Source: an optimization exercise on an open RTL-to-GDS flow (aim: small area, a short achievable clock period and few clock cycles per item). Production flows keep margins and buffers that such runs may drop. RTL that was checked went through simulation tests only; none was proved equivalent to the original. The RTL of run 1 was laid out without a check of its function. No activity file was given, so power comes from the tool's default toggle rates.

## flow/design.v (module list and top-level ports; edited modules follow where they fit)
// module bfe_rho: 887 lines
module bfe_rho (
    input  wire               clk,
    input  wire               rst,
    input  wire               in_valid,
    output wire               in_ready,
    input  wire               in_last,
    input  wire               in_elided,
    input  wire signed [15:0] in_w_i,
    input  wire signed [15:0] in_w_q,
    output wire               out_valid,
    input  wire               out_ready,
    output wire        [14:0] out_rho,
    output wire               out_null
);
  // ...
==> flow/flow/run.sh <==
#!/bin/bash
# Layout flow: the standard ORFS flow (standard.sh), with
#  - the standard synthesis, unchanged (standard.sh synth);
#  - flow/fa_polarity.py on its netlist: full adders are used on complemented
#    signals where that saves inverters (same cells otherwise, same registers);
#  - ports buffered with buf_2 rather than the default delay buffer;
#  - timing repair aimed at SETUP_SLACK_MARGIN ns of slack at the 12 ns clock;
#  - the further ORFS settings listed in flow/extra.txt, one VAR=value a line.
# Each step's output goes to a log file of its own here.
set -euo pipefail
MARGIN=$(cat flow/margin.txt)
ARGS=("SETUP_SLACK_MARGIN=$MARGIN" "BUFFER_PORTS_ARGS=-buffer_cell sky130_fd_sc_hd__buf_2")
while IFS= read -r line; do
  if [[ -n "$line" ]]; then ARGS+=("$line"); fi
done < flow/extra.txt
RES=orfs/results/sky130hd/bfe_rho/base
bash standard.sh "${ARGS[@]}" synth > flow_synth.log 2>&1
cp $RES/1_2_yosys.v $RES/1_2_yosys.standard.v
python3 flow/fa_polarity.py $RES/1_2_yosys.standard.v $RES/1_2_yosys.v > fa_polarity.log 2>&1
rm -f $RES/1_synth.odb $RES/1_synth.sdc
bash standard.sh "${ARGS[@]}" finish > flow_finish.log 2>&1
==> flow/flow/extra.txt <==
CTS_CLUSTER_SIZE=30
CTS_CLUSTER_DIAMETER=60
GPL_TIMING_DRIVEN=1
==> flow/flow/fa_polarity.py <==
#!/usr/bin/env python3
"""Take inverters out of a mapped netlist by flipping full adders.

A full adder is self-dual: FA(~a, ~b, ~c) = (~sum, ~cout). Yosys's adder
extraction leaves many inverters between the sky130 full adders of a
carry-save tree. This pass chooses, for each fa cell, whether to use it on
complemented signals, so that as few signals as possible need an inverter,
and rewrites the netlist: same cells (less inverters, plus at most one new
inverter per signal), same registers, same ports, same function.

Only inverters between internal nets (named _NNNN_) are taken apart; every
other net keeps its name, polarity and driver.
usage: fa_polarity.py IN.v OUT.v
"""
import re
import sys
from collections import defaultdict

INV = "sky130_fd_sc_hd__inv_1"
FA_TYPES = ("sky130_fd_sc_hd__fa_1", "sky130_fd_sc_hd__fa_2", "sky130_fd_sc_hd__fa_4")
HA_TYPES = ("sky130_fd_sc_hd__ha_1",)
OUT_PINS = {"X", "Y", "SUM", "COUT", "Q", "Q_N", "HI", "LO"}

src = open(sys.argv[1]).read()
m = re.search(r"\n(\s*sky130_fd_sc_hd__\w+ )", src)
head_end = m.start() + 1
end = src.rindex("endmodule")
head, body = src[:head_end], src[head_end:end]

cell_re = re.compile(r"\s*(sky130_fd_sc_hd__\w+)\s+(\S+)\s*\((.*?)\);\n", re.S)
pin_re = re.compile(r"\.(\w+)\(\s*(.*?)\s*\)\s*(?:,|$)", re.S)
cells = []
pos = 0
while pos < len(body):
    mm = cell_re.match(body, pos)
    if not mm:
        raise SystemExit("unparsed netlist text: " + body[pos:pos + 200])
    pins = [(p, n.strip()) for p, n in pin_re.findall(mm.group(3))]
    cells.append({"type": mm.group(1), "name": mm.group(2), "pins": pins})
    pos = mm.end()

internal = re.compile(r"^_\d+_$")
INV_TYPES = {"sky130_fd_sc_hd__inv_1", "sky130_fd_sc_hd__inv_2", "sky130_fd_sc_hd__inv_4",
             "sky130_fd_sc_hd__clkinv_1", "sky130_fd_sc_hd__clkinv_2"}

# union nets joined by removable inverters into signals with a polarity
parent, par = {}, {}


def find(n):
    if n not in parent:
        parent[n], par[n] = n, 0
        return n, 0
    p, q = n, 0
    while parent[p] != p:
        q ^= par[p]
        p = parent[p]
    return p, q


removable = set()
for i, c in enumerate(cells):
    if c["type"] in INV_TYPES:
        d = dict(c["pins"])
        a, y = d["A"], d["Y"]
        if internal.match(a) and internal.match(y):
            ra, pa = find(a)
            ry, py = find(y)
            if ra == ry:
                continue
            parent[ry] = ra
            par[ry] = pa ^ py ^ 1
            removable.add(i)


def sig(n):
    return find(n)


flip = {}
fa_idx = [i for i, c in enumerate(cells) if c["type"] in FA_TYPES]
fa_ok = set()
for i in fa_idx:
    d = dict(cells[i]["pins"])
    if internal.match(d["SUM"]) and internal.match(d["COUT"]):
        fa_ok.add(i)
for i in fa_idx:
    flip[i] = 0
# a half adder on two complemented inputs is an xor2 (same sum) and a nor2
# (same carry), of the same area: it may take its inputs either way
ha_idx = [i for i, c in enumerate(cells) if c["type"] in HA_TYPES]
for i in ha_idx:
    flip[i] = 0

# driven polarity and consumer polarity counts per signal
drv = {}
need = defaultdict(lambda: [0, 0])
for i, c in enumerate(cells):
    if i in removable:
        continue
    for p, n in c["pins"]:
        if not n or n.startswith("1'"):
            continue
        s, q = sig(n)
        if p in OUT_PINS:
            drv[s] = [q, i]
        else:
            need[s][q] += 1
# ports: outputs are consumers of their net, inputs drive theirs
port_nets = {"input": [], "output": []}
for mm in re.finditer(r"^\s*(input|output)\s+(\[\d+:\d+\]\s+)?(\S+);", head, re.M):
    kind, rng, name = mm.group(1), mm.group(2), mm.group(3)
    if rng:
        hi, lo = map(int, re.findall(r"\d+", rng))
        names = [f"{name}[{k}]" for k in range(min(hi, lo), max(hi, lo) + 1)]
    else:
        names = [name]
    port_nets[kind].extend(names)
used = set(n for c in cells for p, n in c["pins"])
for kind, names in port_nets.items():
    for x in names:
        if x not in used and x.strip() in used:
            x = x.strip()
        if x not in used:
            continue
        s, q = sig(x)
        if kind == "output":
            need[s][q] += 1
        else:
            drv[s] = [q, -1]
            


def cost(s):
    if s not in drv:
        return 0
    return 1 if need[s][drv[s][0] ^ 1] > 0 else 0


def fa_sigs(i):
    d = dict(cells[i]["pins"])
    if cells[i]["type"] in HA_TYPES:
        return [sig(d[p]) for p in ("A", "B")], []
    ins = [sig(d[p]) for p in ("A", "B", "CIN")]
    outs = [sig(d[p])[0] for p in ("SUM", "COUT")]
    return ins, outs


def toggle(i):
    ins, outs = fa_sigs(i)
    for s, q in ins:
        f = flip[i]
        need[s][q ^ f] -= 1
        need[s][q ^ f ^ 1] += 1
    for s in outs:
        drv[s][0] ^= 1
    flip[i] ^= 1


before = sum(cost(s) for s in drv)
import math
import random
rng = random.Random(1)
cand = [i for i in fa_idx if i in fa_ok] + ha_idx
cur = before
best, best_flip = cur, dict(flip)
passes = 0
if cand:
    steps = 400 * len(cand)
    for k in range(steps):
        temp = 1.5 * (1 - k / steps) + 0.01
        i = cand[rng.randrange(len(cand))]
        ins, outs = fa_sigs(i)
        touched = set(s for s, q in ins) | set(outs)
        c0 = sum(cost(s) for s in touched)
        toggle(i)
        c1 = sum(cost(s) for s in touched)
        d = c1 - c0
        if d <= 0 or rng.random() < math.exp(-d / temp):
            cur += d
            if cur < best:
                best, best_flip = cur, dict(flip)
        else:
            toggle(i)
    for i in cand:
        if flip[i] != best_flip[i]:
            toggle(i)
    passes = steps
after = sum(cost(s) for s in drv)
n_removed = len(removable)

# rebuild: each signal is carried by its driver's net; one inverter makes the complement
net_of = {}
for s, (q, i) in drv.items():
    if i < 0:
        net_of[s] = s
        continue
    c = cells[i]
    for p, n in c["pins"]:
        if p in OUT_PINS and sig(n)[0] == s:
            net_of[s] = n
            break
new_wires, new_cells = [], []
comp_net = {}


def net_for(s, q):
    if s not in drv:
        raise SystemExit("signal without driver: %r" % (s,))
    if drv[s][0] == q:
        return net_of[s]
    if s not in comp_net:
        base = net_of[s].strip("\\ ").replace("[", "_").replace("]", "_")
        nn = f"_fp_{base}_n"
        comp_net[s] = nn
        new_wires.append(nn)
        new_cells.append((INV, f"_fp_inv_{len(new_cells)}", [("A", net_of[s]), ("Y", nn)]))
    return comp_net[s]


out = []
for i, c in enumerate(cells):
    if i in removable:
        continue
    f = flip.get(i, 0)
    pins = []
    for p, n in c["pins"]:
        if not n or n.startswith("1'"):
            pins.append((p, n))
            continue
        s, q = sig(n)
        if p in OUT_PINS:
            pins.append((p, net_of[s] if drv[s][1] == i else n))
        else:
            pins.append((p, net_for(s, q ^ f if c["type"] in FA_TYPES + HA_TYPES else q)))
    if c["type"] in HA_TYPES and f:
        d = dict(pins)
        out.append(("sky130_fd_sc_hd__xor2_1", c["name"] + "_x", [("A", d["A"]), ("B", d["B"]), ("X", d["SUM"])]))
        out.append(("sky130_fd_sc_hd__nor2_1", c["name"] + "_n", [("A", d["A"]), ("B", d["B"]), ("Y", d["COUT"])]))
        continue
    out.append((c["type"], c["name"], pins))
# output ports whose net lost its driver (never, as port nets are not internal)
for t, nme, pins in new_cells:
    out.append((t, nme, pins))

lines = [head]
for w in new_wires:
    lines.append(f"  wire {w};\n")
for t, nme, pins in out:
    lines.append(f"  {t} {nme} (\n" + ",\n".join(f"    .{p}({n}{' ' if n.startswith(chr(92)) else ''})" for p, n in pins) + "\n  );\n")
lines.append(src[end:])
open(sys.argv[2], "w").write("".join(lines))
print(f"fa_polarity: {len(fa_idx)} full adders, {sum(flip.values())} flipped, "
      f"{n_removed} inverters taken out, {len(new_cells)} put in "
      f"(cost {before} -> {after}), {passes} passes", file=sys.stderr)
==> flow/flow/margin.txt <==
8.4
==> flow/standard.sh <==
#!/bin/bash
# synth_recipe.tcl (not shown) runs the flow's synth.tcl, then flattens the netlist and writes it again
# the make line also repeats each setting of config.mk as NAME=value (left out here)
make -C /OpenROAD-flow-scripts/flow DESIGN_CONFIG=/design/flow/config.mk WORK_HOME=/design/flow/orfs CLKGATE_MAP_FILE= SYNTH_SCRIPT=/design/flow/synth_recipe.tcl "${@:-finish}"
==> flow/config.mk <==
export PLATFORM = sky130hd
export DESIGN_NAME = bfe_rho
export DESIGN_NICKNAME = bfe_rho
export VERILOG_FILES = /design/flow/design.v
export SDC_FILE = /design/flow/constraint.sdc
export NUM_CORES = 4
export LEC_CHECK = 0
export CAP_MARGIN = 20
export CORE_MARGIN = 2
export CORE_UTILIZATION = 40
export SLEW_MARGIN = 20
==> flow/constraint.sdc <==
create_clock -name core_clock -period 12.0 [get_ports {clk}]
set_input_delay 2.4000 -clock core_clock [delete_from_list [all_inputs] [get_ports {clk}]]
set_output_delay 2.4000 -clock core_clock [all_outputs]
set_load 0.01 [all_outputs]
==> impl_metrics.yaml, run 1 <==
synthesis:
  netlist_area_sq_mm: 0.02413
  yosysWarnings: 1
sta:
  worst_slack_ns: 8.396
  max_slew_margin_pct: 35.38
  holdWs_ns: 0.3328
  fin_crit_sh_pct: 30.03
setup_path:
  cpMostUsedCell: "fa_2"
  rrSetupSlack_ns: 8.40
  worst_path_largest_cell_delay_ns: 0.56
  crit_end: "rb[21]"
  cp_top_family: "adder cells"
  crit_type: "flop to flop"
  path_cells: "and2_1 > fa_2 > inv_1 > fa_1 > fa_2 > fa_2 > fa_2 > fa_2"
clocking:
  cts_buffers: 35
  clock_latency_ns: 0.56
power_and_ir_drop:
  top_power_group: "combinational cells"
  pwr-share-clk_pct: 15.1
  p_switching_mw: 3.430
cells_and_area:
  drive_gt1_share_pct: 15.62
  mostFrequentLayoutCells: "238 x nand2_1, 213 x inv_1, 210 x fa_1"
  mostFrequentLayoutCell: "nand2_1"
  final-seq-area_sq_mm: 0.006743
  multi_input_cells: 1955
  final_cells: 3477
  inverters: 219
  clockBufferCount: 38
  n_antenna_cell: 0
global_routing:
  grt_use_met2_pct: 33.30
  busiest_layer: "met2"
  grt_use_met3_pct: 2.347
  use_met1_pct: 28.10
floorplan:
  fp-row-count: 90
  start_util_pct: 40.20
route:
  wl_met2_mm: 29.75
  wl_met1_mm: 29.88
  first_iter_violations: 1495
place:
  dp_hpwl_mm: 47.49
status:
  status: "timing/DRC/antenna clean"
==> run 2: changes to the inputs <==
--- a/flow/design.v
+++ b/flow/design.v
@@ -814,40 +814,41 @@
             pend   <= 1'b0;
         end else begin
             any_el <= el_n;
             pend   <= last;
         end
     end
     reg        busy, ovalid, onull, eael;
     reg [5:0]  cnt;
-    reg [37:0] rem, dvs;               
+    reg [37:0] rem, dvn;               
     reg [3:0]  nb;                     
     reg [1:0]  qb;                     
     reg [15:0] sr;                     
     reg [14:0] root;                   
     wire [38:0] dx = {rem, nb[3]};
-    wire [39:0] dt = {1'b0, dx} - {2'b00, dvs};
+    wire [40:0] dt1 = {1'b0, dx, 1'b1} + {2'b11, dvn, 1'b1};
+    wire [39:0] dt = dt1[40:1];        
     wire        dg = ~dt[39];
     wire [37:0] dr = dg ? dt[37:0] : dx[37:0];
     wire [17:0] ss = {sr, qb};
     wire [18:0] st = {1'b0, ss} - {2'b00, root, 2'b01};
     wire        sg = ~st[18];
-    wire        dz       = (dvs == 38'd0);
+    wire        dz       = &dvn;
     wire        special  = ~eael | dz | qb[1] | qb[0];
     wire [14:0] spec_rho = ~eael ? 15'd16384 : dz ? 15'd0 : 15'h7fff;
     wire [14:0] root_inc = root + 15'd1;
     wire        s_first  = (cnt == 6'd2);
     wire        s_last   = (cnt == 6'd34);
     wire        s_step   = ~cnt[0] & (cnt != 6'd2);
     always @(posedge clk) begin
         rem <= ld ? {4'd0, a_sum[37:4]} : dr;
         nb  <= ld ? a_sum[3:0] : {nb[2:0], 1'b0};
         qb  <= {qb[0], dg};
-        if (ld) dvs  <= r_sum;
+        if (ld) dvn  <= ~r_sum;
         if (ld) eael <= el_n;
         if (s_first)
             sr <= 16'd0;
         else if (s_step)
             sr <= sg ? st[15:0] : ss[15:0];
         if (busy) begin
             if (s_first) begin
                 root  <= special ? spec_rho : 15'd0;
==> flow/flow/extra.txt (replaced) <==
CTS_CLUSTER_SIZE=30
CTS_CLUSTER_DIAMETER=60
CTS_BUF_LIST=sky130_fd_sc_hd__clkbuf_8
==> impl_metrics.yaml, run 2 <==
status:
  status: "timing/DRC/antenna clean"
clocking:
  cts_buffers: 34
  cts-root-buf: "clkbuf_8"
  clockBufferDepth: 3
  cts.sinks: 303
  hold_buffers: 0
  clock_latency_ns: 0.62
  cts_tree: "built"
  htreeDepth: 2
  clkTransAtPathRegs_ns: 0.11
sta:
  fin_crit_ns: 3.707
  max_clock_freq_mhz: 269.8
  hold_viol_final: 0
  tightest_slew_ns: 1.012
  holdWs_ns: 0.3353
  clock_skew_ns: 0.06931
  grt_setup_unrepaired: "yes"
  max_slew_margin_pct: 32.53
  slew_viol_final: 0
  fin_tns_setup_ns: 0
  fin_crit_sh_pct: 30.89
  setup_viol: 0
power_and_ir_drop:
  vdd_drop_max_v: 0.0001435
  p_leak_nw: 11.77
  power_density_mw_per_mm2: 260.7
global_routing:
  grt_pass1_wl_mm: 97.30
  grt_max_degree: 84
  antenna_found_initial: 1
  grt_pass1_vias: 18210
  grt_overflow: 0
  track_usage_pct: 20.01
cells_and_area:
  areaGrowthSynthToFinish_pct: 13.24
  stdcell_area_sq_mm: 0.02668
  mostFrequentLayoutCells: "227 x nand2_1, 214 x fa_1, 201 x nor2_1"
  drive_gt1_share_pct: 15.95
  nets: 3009
  mostFrequentLayoutCell: "nand2_1"
place:
  dp_hpwl_mm: 45.02
  port_buffers: 55
  place_congestion: 0.8897
  placed_cell_area_sq_mm: 0.02448
setup_path:
  crit_path_end_kind: "output port"
  reg2reg_depth: 13
  critPathBufInv: 1
  path_cells: "buf_2"
  r2r-end: "dvn[37]"
  rrSetupSlack_ns: 8.39
  cp_top_family: "flip-flops"
  crit_slowest_cell: "edfxtp_1"
  worst_path_largest_cell_delay_ns: 0.51
  startpoint_type: "flop"
  worst_ep_arrival_time_ns: 1.31
  reg2reg_from: "rb[5]"
  required_ns: 9.60
  crit_fanout: 5
  crit_start: "root[0]"
  cp.depth: 1
  crit_type: "flop to output port"
  crit_end: "out_rho[0]"
worst_hold_path:
  hold_class: "flop to flop"
synthesis:
  synth_fp_nets: 2937
  syn_area_per_cell_sq_um: 9.458
  netlist_area_sq_mm: 0.02356
  yosysWarnings: 1
  netlist_instances: 2491
floorplan:
  dieArea_sq_mm: 0.06085
  die-width_microns: 246.7
  coreArea_sq_mm: 0.05792
  fp-row-count: 88
  die_h_microns: 246.7
  num_io_pins: 56
  start_util_pct: 40.68
route:
  firstDrtPassIters: 5
  ant_nets: 0
  routed_wirelength_mm: 60.61
  first_iter_violations: 1346
  drc: 0
  via_per_inst: 5.323
  num_vias: 17860
  routedWlPerCell_microns: 18.07
job:
  cap_viol_max_count: 0
[run 2: report_power, final]
group | internal [mW] | leakage [nW] | switching [mW]
combinational | 1.89 | 8.78 | 2.59
sequential | 1.37 | 2.56 | 0.263
clock | 0.381 | 0.417 | 0.457
total | 3.64 | 11.8 | 3.31
[run 2: per-layer routing]
metal  track usage, %  up-vias  wire length (microns)
li1                 -     8582                      -
met1            28.44     8793                  28740
met2            32.05      398                  27810
met3            2.323       85                   2559
met4            5.918        0                   1500
met5                0        -                      0
[run 2: per-stage QoR]
step / worst slack [ns] / util [%] / cells / total power, mW
2_1_floorplan: 8.381 / - / 2491 / 4.790
5_1_grt: 8.250 / 46.06 / 3355 / 7.559
6_report: 8.293 / 46.06 / 3355 / 6.955
4_1_cts: 8.253 / 44.87 / 3321 / 6.739
3_3_place_gp: 8.042 / 42.27 / 3213 / 5.710
3_5_place_dp: 7.956 / 42.27 / 3213 / 5.783
[run 2: timing repair]
item / CTS / global route
pin swaps: 12 / 85
resized for setup: 95 / 123
cloned: 1 / 0
setup buffers: 45 / 33
setup endpoints to repair: 101 / 104
[run 2: how the worst min path moves through the flow]
stage,from,to,slack (ns),depth (start not counted)
global placement,ie,me,0.31,0
CTS,ie,me,0.34,0
detailed placement,ie,me,0.32,0
finish,ie,me,0.34,0
floorplan,ie,me,0.31,0
global route,ie,me,0.34,0
[run 2: final cells by class]
cell class / instances / area, sq um
Antenna cell: 1 / 2.502
Fill cell: 5545 / 31240
Timing Repair Buffer: 145 / 1065
Tap cell: 765 / 957.2
Multi-Input combinational cell: 1911 / 16450
Clock buffer: 36 / 495.5
Sequential cell: 303 / 6740
Inverter: 168 / 634.4
Clock inverter: 26 / 329.1
Testbench counts of run 2, summed over its fixed seeds: cycles 24,375, sets 480.
==> run 3: changes to the inputs <==
==> flow/flow/margin.txt (replaced) <==
8.2
==> impl_metrics.yaml, run 3 <==
power_and_ir_drop:
  swShare_pct: 47.70
  seqPwrFrac_pct: 24.6
  power_density_mw_per_mm2: 260.2
  p_comb_share_pct: 63.1
  vdd_drop_max_v: 0.0001356
  p_switching_mw: 3.189
  internal_power_mw: 3.497
  p_leak_nw: 11.45
  pwr-share-clk_pct: 12.3
cells_and_area:
  drive_gt1_share_pct: 9.712
  n_antenna_cell: 0
  areaGrowthSynthToFinish_pct: 9.087
  fillCellCount: 5588
  mostFrequentLayoutCells: "251 x fa_1, 233 x nand2_1, 220 x dfxtp_1"
  nets: 2953
  mostFrequentLayoutCell: "fa_1"
  post-route-util_pct: 44.37
sta:
  grt_setup_unrepaired: "no"
  setup_viol: 0
  hold_viol_final: 0
  max_clock_freq_mhz: 266.5
  clock_skew_ns: 0.04318
  holdWs_ns: 0.3318
  slew_viol_final: 0
  fin_crit_sh_pct: 31.27
  max_slew_margin_pct: 39.65
  fin_crit_ns: 3.752
  tightest_slew_ns: 0.9053
  worst_slack_ns: 8.248
  fin_tns_setup_ns: 0
route:
  first_iter_violations: 1019
  routedWlPerCell_microns: 17.44
  ant_nets: 0
  num_vias: 17470
  routed_wirelength_mm: 57.53
  firstDrtPassIters: 6
  drc: 0
  via_per_inst: 5.297
setup_path:
  critPathBufInv: 1
  required_ns: 9.60
  crit_path_end_kind: "output port"
  path_cells: "buf_2"
  cp_top_family: "flip-flops"
  worst_ep_arrival_time_ns: 1.35
  crit_fanout: 5
  crit_type: "flop to output port"
  startpoint_type: "flop"
  worst_path_largest_cell_delay_ns: 0.53
  crit_slowest_cell: "edfxtp_1"
place:
  place_congestion: 0.9021
  port_buffers: 55
  dp_hpwl_mm: 44.71
  pre_cts_ws_ns: 7.945
clocking:
  htreeDepth: 2
  clock_latency_ns: 0.62
  cts-root-buf: "clkbuf_8"
  hold_buffers: 0
  clockBufferDepth: 3
  cts_buffers: 34
  cts_tree: "built"
  cts.sinks: 303
  clkTransAtPathRegs_ns: 0.10
floorplan:
  num_io_pins: 56
  dieArea_sq_mm: 0.06085
  die_h_microns: 246.7
  die-width_microns: 246.7
  start_util_pct: 40.68
  coreArea_sq_mm: 0.05792
  fp-row-count: 88
synthesis:
  yosysWarnings: 1
  netlist_area_sq_mm: 0.02356
  synth_fp_nets: 2937
  netlist_instances: 2491
  syn_area_per_cell_sq_um: 9.458
status:
  status: "timing/DRC/antenna clean"
global_routing:
  grt_pass1_vias: 17880
  grt_pass1_wl_mm: 94.75
  grt_max_degree: 79
  antenna_found_initial: 0
  grt_overflow: 0
  track_usage_pct: 19.38
worst_hold_path:
  hold_class: "flop to flop"
job:
  cap_viol_max_count: 0
-- run 3: cell types whose count changed in the layout (fill, tap and decap cells not counted), sizes merged --
cell,before,now
diode,1,0
clkbuf,37,36
bufbuf,1,0
clkinv,9,10
clkinvlp,3,4
buf,143,89
inv,179,177
-- run 3: power by group through the flow --
stage	clock [mW]	sequential (mW)	combinational, mW
after floorplan	0	1.55	3.24
after global placement	0	1.67	4.01
after detailed placement	0	1.67	4.08
after CTS	0.852	1.65	4.12
after global routing	0.886	1.69	4.74
final	0.822	1.65	4.22
-- run 3: repair_timing --
item / 4_1_cts / 5_1_grt
pin swaps: 0 / 18
setup buffers: 1 / 22
endpoints found under the hold margin: 0 / 0
gates cloned: 0 / 0
gates resized for setup: 27 / 59
setup endpoints to repair: 43 / 70
-- run 3: per-stage QoR --
| step | cell area [sq um] | cells | power, mW |
|---|---|---|---|
| detailed placement | 24460 | 3213 | 5.749 |
| global placement | 24460 | 3213 | 5.677 |
| CTS | 25330 | 3276 | 6.625 |
| finish | 25700 | 3298 | 6.686 |
| floorplan | 23560 | 2491 | 4.784 |
| global route | 25700 | 3298 | 7.310 |
-- run 3: path summary, 6_finish.rpt --
path / cells past startpoint / start / end / slack [ns]
worst min register to register: 0 / ie / me / 0.33
worst min-delay path: 0 / ie / me / 0.33
worst max register to register: 9 / wi[9] / rb[17] / 8.30
worst max-delay path: 1 / root[10] / out_rho[10] / 8.25
-- run 3: area by class of cell --
cell class	instances	area [sq um]	area share [%]
repair buffers	89	541.8	2.108
inverters	168	634.4	2.468
clock inverters	26	307.8	1.198
clock buffers	36	495.5	1.928
well taps	765	957.2	3.724
flip-flops and latches	303	6696	26.06
multi-input cells	1911	16070	62.52
-- run 3: routing by layer --
metal | vias up | global-route usage [%] | part of all wire, %
li1 | 8463 | - | -
met4 | 0 | 5.599 | 2.3
met3 | 73 | 1.986 | 3.7
met5 | - | 0 | 0
met2 | 346 | 30.69 | 45
met1 | 8586 | 28.04 | 49
==> run 4: changes to the inputs <==
==> flow/flow/extra.txt (replaced) <==
CTS_CLUSTER_SIZE=30
CTS_CLUSTER_DIAMETER=60
CTS_BUF_LIST=sky130_fd_sc_hd__clkbuf_8
CORE_UTILIZATION=55
==> flow/flow/margin.txt (replaced) <==
8.3
==> impl_metrics.yaml, run 4 <==
setup_path:
  crit_end: "out_null"
  path_cells: "buf_2"
  crit_start: "onull"
  reg2reg_from: "wi[4]"
  worst_ep_arrival_time_ns: 1.26
  crit_type: "flop to output port"
  crit_path_end_kind: "output port"
  cp_top_family: "flip-flops"
  cp.depth: 1
  critPathBufInv: 1
  rrSetupSlack_ns: 8.39
  worst_path_largest_cell_delay_ns: 0.47
  r2r-end: "rb[20]"
  required_ns: 9.60
  reg2reg_depth: 9
  crit_fanout: 1
  startpoint_type: "flop"
  crit_slowest_cell: "edfxtp_1"
sta:
  fin_crit_sh_pct: 30.53
  hold_viol_final: 0
  grt_setup_unrepaired: "yes"
  setup_viol: 0
  holdWs_ns: 0.3310
  clock_skew_ns: 0.03590
  worst_slack_ns: 8.337
  fin_tns_setup_ns: 0
  tightest_slew_ns: 0.9466
  fin_crit_ns: 3.663
  max_slew_margin_pct: 36.90
  slew_viol_final: 0
  max_clock_freq_mhz: 273.0
floorplan:
  fp-row-count: 75
  die_h_microns: 211.0
  die-width_microns: 211.0
  num_io_pins: 56
  dieArea_sq_mm: 0.04451
  start_util_pct: 55.91
  coreArea_sq_mm: 0.04213
clocking:
  clockBufferDepth: 3
  hold_buffers: 0
  cts.sinks: 303
  cts_tree: "built"
  clkTransAtPathRegs_ns: 0.09
  cts-root-buf: "clkbuf_8"
  cts_buffers: 36
  clock_latency_ns: 0.63
  htreeDepth: 2
global_routing:
  grt_pass1_wl_mm: 97.59
  grt_max_degree: 80
  track_usage_pct: 27.97
  grt_overflow: 0
  grt_pass1_vias: 18100
  antenna_found_initial: 0
cells_and_area:
  drive_gt1_share_pct: 12.62
  nets: 2979
  stdcell_area_sq_mm: 0.02593
  mostFrequentLayoutCells: "239 x fa_1, 233 x nand2_1, 205 x dfxtp_1"
  post-route-util_pct: 61.53
  final_cells: 3098
  n_antenna_cell: 0
  areaGrowthSynthToFinish_pct: 10.05
  mostFrequentLayoutCell: "fa_1"
route:
  ant_nets: 0
  routedWlPerCell_microns: 19.79
  drc: 0
  firstDrtPassIters: 6
  routed_wirelength_mm: 61.31
  via_per_inst: 5.803
  num_vias: 17980
  first_iter_violations: 1072
power_and_ir_drop:
  p_leak_nw: 11.61
  power_density_mw_per_mm2: 267.2
  vdd_drop_max_v: 0.0001483
  total_power_mw: 6.926
synthesis:
  synth_fp_nets: 2937
  yosysWarnings: 1
  syn_area_per_cell_sq_um: 9.458
  netlist_instances: 2491
  netlist_area_sq_mm: 0.02356
place:
  dp_hpwl_mm: 46.37
  placed_cell_area_sq_mm: 0.02421
  dp.cells: 2990
  port_buffers: 55
  pre_cts_ws_ns: 7.951
  place_congestion: 0.8978
job:
  cap_viol_max_count: 0
status:
  status: "timing/DRC/antenna clean"
worst_hold_path:
  hold_class: "flop to flop"
[run 4: area by class of cell]
type	count	area (sq um)
timing repair buffer	113	758.2
multi-input combinational	1911	16300
fill	3652	16210
sequential	303	6718
tap	539	674.4
clock inverter	25	302.8
clock buffer	39	536.8
inverter	168	635.6
[run 4: worst min path at each step]
stage	slack, ns	cells past startpoint	endpoint	start
CTS	0.33	0	me	ie
detailed placement	0.31	0	me	ie
global placement	0.31	0	me	ie
global route	0.33	0	me	ie
floorplan	0.31	0	me	ie
finish	0.33	0	me	ie
[run 4: worst reg2reg max path: stages (launching register included)]
cell,delay (ns)
dfxtp_4,0.38
and2_1,0.18
fa_1,0.51
inv_1,0.05
fa_1,0.48
fa_2,0.39
fa_1,0.50
inv_1,0.05
fa_1,0.53
fa_1,0.42
[run 4: timing repair]
action                     in CTS  in global routing
buffers inserted               20                 23
resized for setup              56                 94
cloned                          1                  0
setup endpoints to repair      63                 71
pin swaps                       5                 28
[run 4: where the power goes]
group	switching, mW	total (mW)	internal, mW
logic	2.61	4.44	1.83
clock network	0.460	0.854	0.394
registers	0.262	1.63	1.37
total	3.33	6.93	3.59
[run 4: routing by layer]
layer / part of all wire (%) / up-vias / track usage (%) / routed length (microns)
met5: 0 / - / 0 / 0
met2: 45 / 453 / 45.08 / 27780
met1: 47 / 8910 / 39.89 / 28880
met4: 2.5 / 0 / 7.989 / 1560
met3: 5.1 / 98 / 3.434 / 3097
li1: - / 8518 / - / -
==> run 5: changes to the inputs <==
==> flow/flow/extra.txt (replaced) <==
CTS_CLUSTER_SIZE=30
CTS_CLUSTER_DIAMETER=60
CTS_BUF_LIST=sky130_fd_sc_hd__clkbuf_8
MATCH_CELL_FOOTPRINT=0
==> impl_metrics.yaml, run 5 <==
status:
  status: "timing/DRC/antenna clean"
synthesis:
  netlist_instances: 2491
  synth_fp_nets: 2937
  netlist_area_sq_mm: 0.02356
  syn_area_per_cell_sq_um: 9.458
  yosysWarnings: 1
global_routing:
  grt_max_degree: 72
  grt_use_met2_pct: 31.82
  grt_use_met3_pct: 2.019
  busiest_layer: "met2"
  antenna_found_initial: 0
  grt_overflow: 0
  grt_pass1_vias: 18330
  track_usage_pct: 19.85
  grt_pass1_wl_mm: 96.74
  use_met1_pct: 28.36
cells_and_area:
  post-route-util_pct: 45.06
  nets: 2983
  drive_gt1_share_pct: 12.02
  n_antenna_cell: 0
  mostFrequentLayoutCell: "fa_1"
  fillCellCount: 5616
  areaGrowthSynthToFinish_pct: 10.77
  mostFrequentLayoutCells: "241 x fa_1, 232 x nand2_1, 213 x dfxtp_1"
clocking:
  clock_latency_ns: 0.61
  clockBufferDepth: 3
  clkTransAtPathRegs_ns: 0.09
  cts-root-buf: "clkbuf_8"
  cts.sinks: 303
  cts_tree: "built"
  cts_buffers: 36
  htreeDepth: 2
floorplan:
  die_h_microns: 246.7
  num_io_pins: 56
  start_util_pct: 40.68
  dieArea_sq_mm: 0.06085
  fp-row-count: 88
  die-width_microns: 246.7
  coreArea_sq_mm: 0.05792
place:
  port_buffers: 55
  place_congestion: 0.8767
  dp_hpwl_mm: 45.34
worst_hold_path:
  hold_class: "flop to flop"
  min_from: "ie"
  hold_path_depth: 0
  min_to: "me"
setup_path:
  worst_path_largest_cell_delay_ns: 0.51
  startpoint_type: "flop"
  reg2reg_from: "wi[11]"
  cp.depth: 1
  crit_fanout: 5
  worst_ep_arrival_time_ns: 1.31
  path_cells: "buf_2"
  r2r-end: "ra[20]"
  critPathBufInv: 1
  crit_path_end_kind: "output port"
  crit_type: "flop to output port"
  required_ns: 9.60
  rrSetupSlack_ns: 8.36
  cp_top_family: "flip-flops"
  reg2reg_depth: 9
  crit_slowest_cell: "edfxtp_1"
route:
  routed_wirelength_mm: 59.47
  firstDrtPassIters: 5
  routedWlPerCell_microns: 17.87
  ant_nets: 0
  first_iter_violations: 1235
  via_per_inst: 5.346
  drc: 0
  num_vias: 17790
sta:
  max_slew_margin_pct: 43.74
  max_clock_freq_mhz: 269.7
  tightest_slew_ns: 0.8427
  clock_skew_ns: 0.04290
  fin_crit_ns: 3.707
  setup_viol: 0
  slew_viol_final: 0
  hold_viol_final: 0
  fin_tns_setup_ns: 0
  grt_setup_unrepaired: "yes"
  fin_crit_sh_pct: 30.89
power_and_ir_drop:
  power_density_mw_per_mm2: 261.4
  total_power_mw: 6.820
  vdd_drop_max_v: 0.0001551
  p_leak_nw: 11.61
job:
  cap_viol_max_count: 0
-- run 5: area by class of cell --
class | count | area (sq um) | area share [%]
tap | 765 | 957.2 | 3.668
clock inverter | 25 | 326.6 | 1.251
multi-input combinational | 1911 | 16150 | 61.90
clock buffer | 38 | 523.0 | 2.004
sequential | 303 | 6713 | 25.72
timing repair buffer | 117 | 789.5 | 3.026
inverter | 168 | 634.4 | 2.431
-- run 5: metrics by stage --
step	cell area, sq um	std cells	worst slack [ns]	hold WS (ns)
2_1_floorplan	23580	2491	8.288	0.3096
3_3_place_gp	24460	3213	7.985	0.3130
3_5_place_dp	24460	3213	7.923	0.3131
4_1_cts	25680	3302	8.254	0.3319
5_1_grt	26100	3327	8.223	0.3475
6_report	26100	3327	8.293	0.3315
-- run 5: worst max-delay path by stage --
stage / from / end / slack [ns]
after floorplan: wi[3] / rb[21] / 8.29
after global placement: wi[0] / rb[17] / 7.98
after detailed placement: wi[14] / ra[19] / 7.92
after CTS: root[1] / out_rho[1] / 8.25
after global routing: ra[6] / e_rem[35] / 8.22
final: root[1] / out_rho[1] / 8.29
-- run 5: where the power goes --
part / switching (mW) / internal, mW
sequential: 0.272 / 1.37
combinational: 2.52 / 1.80
clock: 0.450 / 0.409
-- run 5: per-layer routing --
layer  vias up  wire [microns]
met5         -               0
met1      8778           29060
met2       383           26640
li1       8533               -
met4         0            1502
met3        91            2270
-- run 5: repair_timing --
action | in CTS | in global routing
pin swaps | 1 | 22
resized for setup | 57 | 68
setup endpoints to repair | 54 | 69
cloned | 1 | 0
buffers inserted | 25 | 25
hold buffers | 0 | 0
==> run 6: changes to the inputs <==
==> flow/flow/extra.txt (replaced) <==
CTS_CLUSTER_SIZE=30
CTS_CLUSTER_DIAMETER=60
CTS_BUF_LIST=sky130_fd_sc_hd__clkbuf_8
CAP_MARGIN=0
SLEW_MARGIN=0
==> impl_metrics.yaml, run 6 <==
route:
  via_per_inst: 5.352
  drc: 0
  routed_wirelength_mm: 59.00
  num_vias: 17750
  firstDrtPassIters: 5
  routedWlPerCell_microns: 17.79
  ant_nets: 0
  first_iter_violations: 1222
floorplan:
  coreArea_sq_mm: 0.05792
  dieArea_sq_mm: 0.06085
  start_util_pct: 40.68
  die-width_microns: 246.7
  fp-row-count: 88
  die_h_microns: 246.7
  num_io_pins: 56
setup_path:
  crit_start: "root[1]"
  required_ns: 9.60
  cp_top_family: "flip-flops"
  startpoint_type: "flop"
  crit_type: "flop to output port"
  path_cells: "buf_2"
  critPathBufInv: 1
  crit_fanout: 2
  rrSetupSlack_ns: 8.35
  crit_path_end_kind: "output port"
  r2r-end: "rb[18]"
  reg2reg_depth: 9
  worst_ep_arrival_time_ns: 1.26
  reg2reg_from: "wi[9]"
  worst_path_largest_cell_delay_ns: 0.46
  crit_slowest_cell: "edfxtp_1"
sta:
  fin_crit_sh_pct: 30.51
  tightest_slew_ns: 0.8583
  worst_slack_ns: 8.339
  slew_viol_final: 0
  holdWs_ns: 0.3161
  fin_tns_setup_ns: 0
  hold_viol_final: 0
  max_slew_margin_pct: 42.70
  setup_viol: 0
  fin_crit_ns: 3.661
  grt_setup_unrepaired: "yes"
  clock_skew_ns: 0.04672
  max_clock_freq_mhz: 273.1
place:
  pre_cts_ws_ns: 7.943
  port_buffers: 55
  dp.cells: 3213
  place_congestion: 0.8916
  dp_hpwl_mm: 44.91
worst_hold_path:
  min_from: "il"
  hold_path_depth: 0
  hold_class: "flop to flop"
  min_to: "ml"
global_routing:
  track_usage_pct: 19.72
  grt_overflow: 0
  grt_max_degree: 72
  antenna_found_initial: 1
  grt_pass1_wl_mm: 96.03
  grt_pass1_vias: 17870
cells_and_area:
  final_cells: 3316
  areaGrowthSynthToFinish_pct: 10.11
  nets: 2971
  drive_gt1_share_pct: 10.98
  fillCellCount: 5599
  mostFrequentLayoutCell: "fa_1"
  mostFrequentLayoutCells: "242 x fa_1, 232 x nand2_1, 216 x dfxtp_1"
clocking:
  cts_tree: "built"
  cts-root-buf: "clkbuf_8"
  clockBufferDepth: 3
  cts_buffers: 34
  cts.sinks: 303
  clkTransAtPathRegs_ns: 0.10
  clock_latency_ns: 0.62
  htreeDepth: 2
job:
  cap_viol_max_count: 0
synthesis:
  yosysWarnings: 1
  netlist_area_sq_mm: 0.02356
  syn_area_per_cell_sq_um: 9.458
  netlist_instances: 2491
  synth_fp_nets: 2937
power_and_ir_drop:
  vdd_drop_max_v: 0.0001131
  p_leak_nw: 11.58
  power_density_mw_per_mm2: 261.3
status:
  status: "timing/DRC/antenna clean"
run 6: per-stage QoR:
| step | power (mW) | utilization, % | area, sq um |
|---|---|---|---|
| 2_1_floorplan | 4.785 | - | 23590 |
| 3_3_place_gp | 5.699 | 42.24 | 24460 |
| 3_5_place_dp | 5.769 | 42.24 | 24460 |
| 4_1_cts | 6.681 | 44.23 | 25610 |
| 5_1_grt | 7.403 | 44.79 | 25940 |
| 6_report | 6.778 | 44.79 | 25940 |
run 6: layout make-up:
| cell class | count | area [sq um] | share of cell area, % |
|---|---|---|---|
| Antenna cell | 1 | 2.502 | 0.009646 |
| Multi-Input combinational cell | 1911 | 16100 | 62.07 |
| Clock buffer | 37 | 509.2 | 1.963 |
| Clock inverter | 24 | 305.3 | 1.177 |
| Tap cell | 765 | 957.2 | 3.690 |
| Timing Repair Buffer | 107 | 721.9 | 2.783 |
| Inverter | 168 | 634.4 | 2.445 |
| Sequential cell | 303 | 6709 | 25.86 |
run 6: how the worst max path moves through the flow:
stage          cells after the start          to  slack [ns]
6_report                           1  out_rho[1]        8.34
3_3_place_gp                       9      rb[20]        8.01
2_1_floorplan                     10      rb[19]        8.30
4_1_cts                            1  out_rho[1]        8.30
5_1_grt                           14     rem[23]        8.23
3_5_place_dp                       8      rb[20]        7.94
run 6: layer usage:
layer  vias up  global-route usage [%]  wire (microns)
met5         -                       0               0
met2       457                   31.36           26730
li1       8492                       -               -
met4         0                   5.528            1256
met3        77                   2.181            2735
met1      8720                   28.40           28270
run 6: report_power, final:
part           internal (mW)  total, mW  switching (mW)  leakage, nW
Clock                  0.414      0.836           0.422        0.425
Combinational           1.79       4.31            2.51         8.60
Sequential              1.37       1.63           0.266         2.56
Total                   3.58       6.78            3.20         11.6
run 6: timing repair:
| action | 4_1_cts | 5_1_grt |
|---|---|---|
| setup buffers | 23 | 17 |
| resized for setup | 54 | 55 |
| hold buffers | 0 | 0 |
| endpoints found under the setup margin | 46 | 82 |
| pin swaps | 2 | 18 |
| cloned | 1 | 0 |
==> run 7: changes to the inputs <==
==> flow/flow/extra.txt (replaced) <==
CTS_CLUSTER_SIZE=30
CTS_CLUSTER_DIAMETER=60
CTS_BUF_LIST=sky130_fd_sc_hd__clkbuf_8
==> impl_metrics.yaml, run 7 <==
global_routing:
  use_met1_pct: 28.40
  antenna_found_initial: 1
  grt_pass1_wl_mm: 96.03
  grt_pass1_vias: 17870
  grt_max_degree: 72
  grt_use_met3_pct: 2.181
  grt_overflow: 0
  busiest_layer: "met2"
  track_usage_pct: 19.72
  grt_use_met2_pct: 31.36
status:
  status: "timing/DRC/antenna clean"
cells_and_area:
  stdcell_area_sq_mm: 0.02594
  fillCellCount: 5599
  areaGrowthSynthToFinish_pct: 10.11
  mostFrequentLayoutCells: "242 x fa_1, 232 x nand2_1, 216 x dfxtp_1"
  final_cells: 3316
  post-route-util_pct: 44.79
  nets: 2971
  mostFrequentLayoutCell: "fa_1"
  drive_gt1_share_pct: 10.98
route:
  via_per_inst: 5.352
  num_vias: 17750
  routed_wirelength_mm: 59.00
  drc: 0
  ant_nets: 0
  first_iter_violations: 1222
  firstDrtPassIters: 5
  routedWlPerCell_microns: 17.79
synthesis:
  synth_fp_nets: 2937
  yosysWarnings: 1
  netlist_instances: 2491
  syn_area_per_cell_sq_um: 9.458
  netlist_area_sq_mm: 0.02356
place:
  place_congestion: 0.8916
  dp.cells: 3213
  port_buffers: 55
  placed_cell_area_sq_mm: 0.02446
  dp_hpwl_mm: 44.91
  pre_cts_ws_ns: 7.943
sta:
  hold_viol_final: 0
  holdWs_ns: 0.3161
  max_slew_margin_pct: 42.70
  worst_slack_ns: 8.339
  max_clock_freq_mhz: 273.1
  fin_tns_setup_ns: 0
  setup_viol: 0
  fin_crit_ns: 3.661
  tightest_slew_ns: 0.8583
  fin_crit_sh_pct: 30.51
  grt_setup_unrepaired: "yes"
  clock_skew_ns: 0.04672
  slew_viol_final: 0
setup_path:
  crit_slowest_cell: "edfxtp_1"
  worst_path_largest_cell_delay_ns: 0.46
  crit_type: "flop to output port"
  crit_fanout: 2
  critPathBufInv: 1
  required_ns: 9.60
  cp_top_family: "flip-flops"
  path_cells: "buf_2"
  worst_ep_arrival_time_ns: 1.26
  startpoint_type: "flop"
  crit_path_end_kind: "output port"
floorplan:
  die-width_microns: 246.7
  fp-row-count: 88
  dieArea_sq_mm: 0.06085
  num_io_pins: 56
  start_util_pct: 40.68
  coreArea_sq_mm: 0.05792
  die_h_microns: 246.7
clocking:
  clock_latency_ns: 0.62
  cts.sinks: 303
  htreeDepth: 2
  cts-root-buf: "clkbuf_8"
  cts_tree: "built"
  clkTransAtPathRegs_ns: 0.10
  cts_buffers: 34
  clockBufferDepth: 3
worst_hold_path:
  hold_class: "flop to flop"
power_and_ir_drop:
  vdd_drop_max_v: 0.0001131
  total_power_mw: 6.778
  power_density_mw_per_mm2: 261.3
  p_leak_nw: 11.58
job:
  cap_viol_max_count: 0
==> run 7: cell type report <==
| type | count | area [sq um] | share of cell area [%] |
|---|---|---|---|
| clock inverters | 24 | 305.3 | 1.177 |
| clock buffers | 37 | 509.2 | 1.963 |
| flip-flops and latches | 303 | 6709 | 25.86 |
| multi-input cells | 1911 | 16100 | 62.07 |
| inverters | 168 | 634.4 | 2.445 |
| repair buffers | 107 | 721.9 | 2.783 |
| diodes | 1 | 2.502 | 0.009646 |
| well taps | 765 | 957.2 | 3.690 |
==> run 7: path summary, 6_finish.rpt <==
check        cells after the start  startpoint  slack (ns)         end
max                              1     root[1]        8.34  out_rho[1]
min                              0          il        0.32          ml
max reg2reg                      9       wi[9]        8.35      rb[18]
min reg2reg                      0          il        0.32          ml
==> run 7: report_power, final <==
part / leakage [nW] / switching, mW / internal, mW
logic: 8.60 / 2.51 / 1.79
clock network: 0.425 / 0.422 / 0.414
registers: 2.56 / 0.266 / 1.37
total: 11.6 / 3.20 / 3.58
==> run 7: metal layers <==
| metal | part of all wire [%] | up-vias |
|---|---|---|
| met4 | 2.1 | 0 |
| met5 | 0 | - |
| li1 | - | 8492 |
| met1 | 48 | 8720 |
| met2 | 45 | 457 |
| met3 | 4.6 | 77 |
==> run 7: timing repair <==
item / in CTS / in global routing
gates cloned: 1 / 0
hold buffers: 0 / 0
setup endpoints to repair: 46 / 82
pin swaps: 2 / 18
buffers inserted: 23 / 17
gates resized for setup: 54 / 55

## port drivers added, routing unchanged
The results above use ideal ports. As a check the final layouts listed here were re-extracted and re-timed, cells and wires unchanged.
Step 1 (the two cells are an assumption about what drives the block):
set clk [get_ports {clk}]
set_driving_cell -lib_cell sky130_fd_sc_hd__clkbuf_16 $clk
set_driving_cell -lib_cell sky130_fd_sc_hd__buf_2 [delete_from_list [all_inputs] $clk]
Step 2 times the ports against the registers' clock, not the clock port: input delays grow and output delays shrink by t, the midpoint of the rising clock arrivals with the driver on.
Three values: ideal ports, drivers, drivers and shift; two values: the first two.
| run | shift t [ns] | setup WS [ns] | hold WS [ns] | worst register clock-pin slew, ns |
|---|---|---|---|---|
| run 1 | 0.599 | 8.396 / 8.359 / 8.029 | 0.333 / 0.333 / 0.333 | 0.08 / 0.08 |
| run 2 | 0.642 | 8.293 / 8.235 / 8.143 | 0.335 / 0.335 / 0.335 | 0.11 / 0.11 |
| run 3 | 0.662 | 8.248 / 8.188 / 8.112 | 0.332 / 0.332 / 0.332 | 0.11 / 0.11 |
| run 4 | 0.661 | 8.337 / 8.284 / 8.021 | 0.331 / 0.331 / 0.331 | 0.11 / 0.11 |
| run 5 | 0.645 | 8.293 / 8.238 / 8.103 | 0.331 / 0.331 / 0.331 | 0.11 / 0.11 |
| run 6 | 0.653 | 8.339 / 8.282 / 8.067 | 0.316 / 0.316 / 0.316 | 0.11 / 0.11 |
| run 7 | 0.653 | 8.339 / 8.282 / 8.067 | 0.316 / 0.316 / 0.316 | 0.11 / 0.11 |
After both steps every run listed still meets setup and hold. For run 1, which loses most, drivers alone change the setup slack by -0.037 ns; drivers and shift together by -0.367 ns.
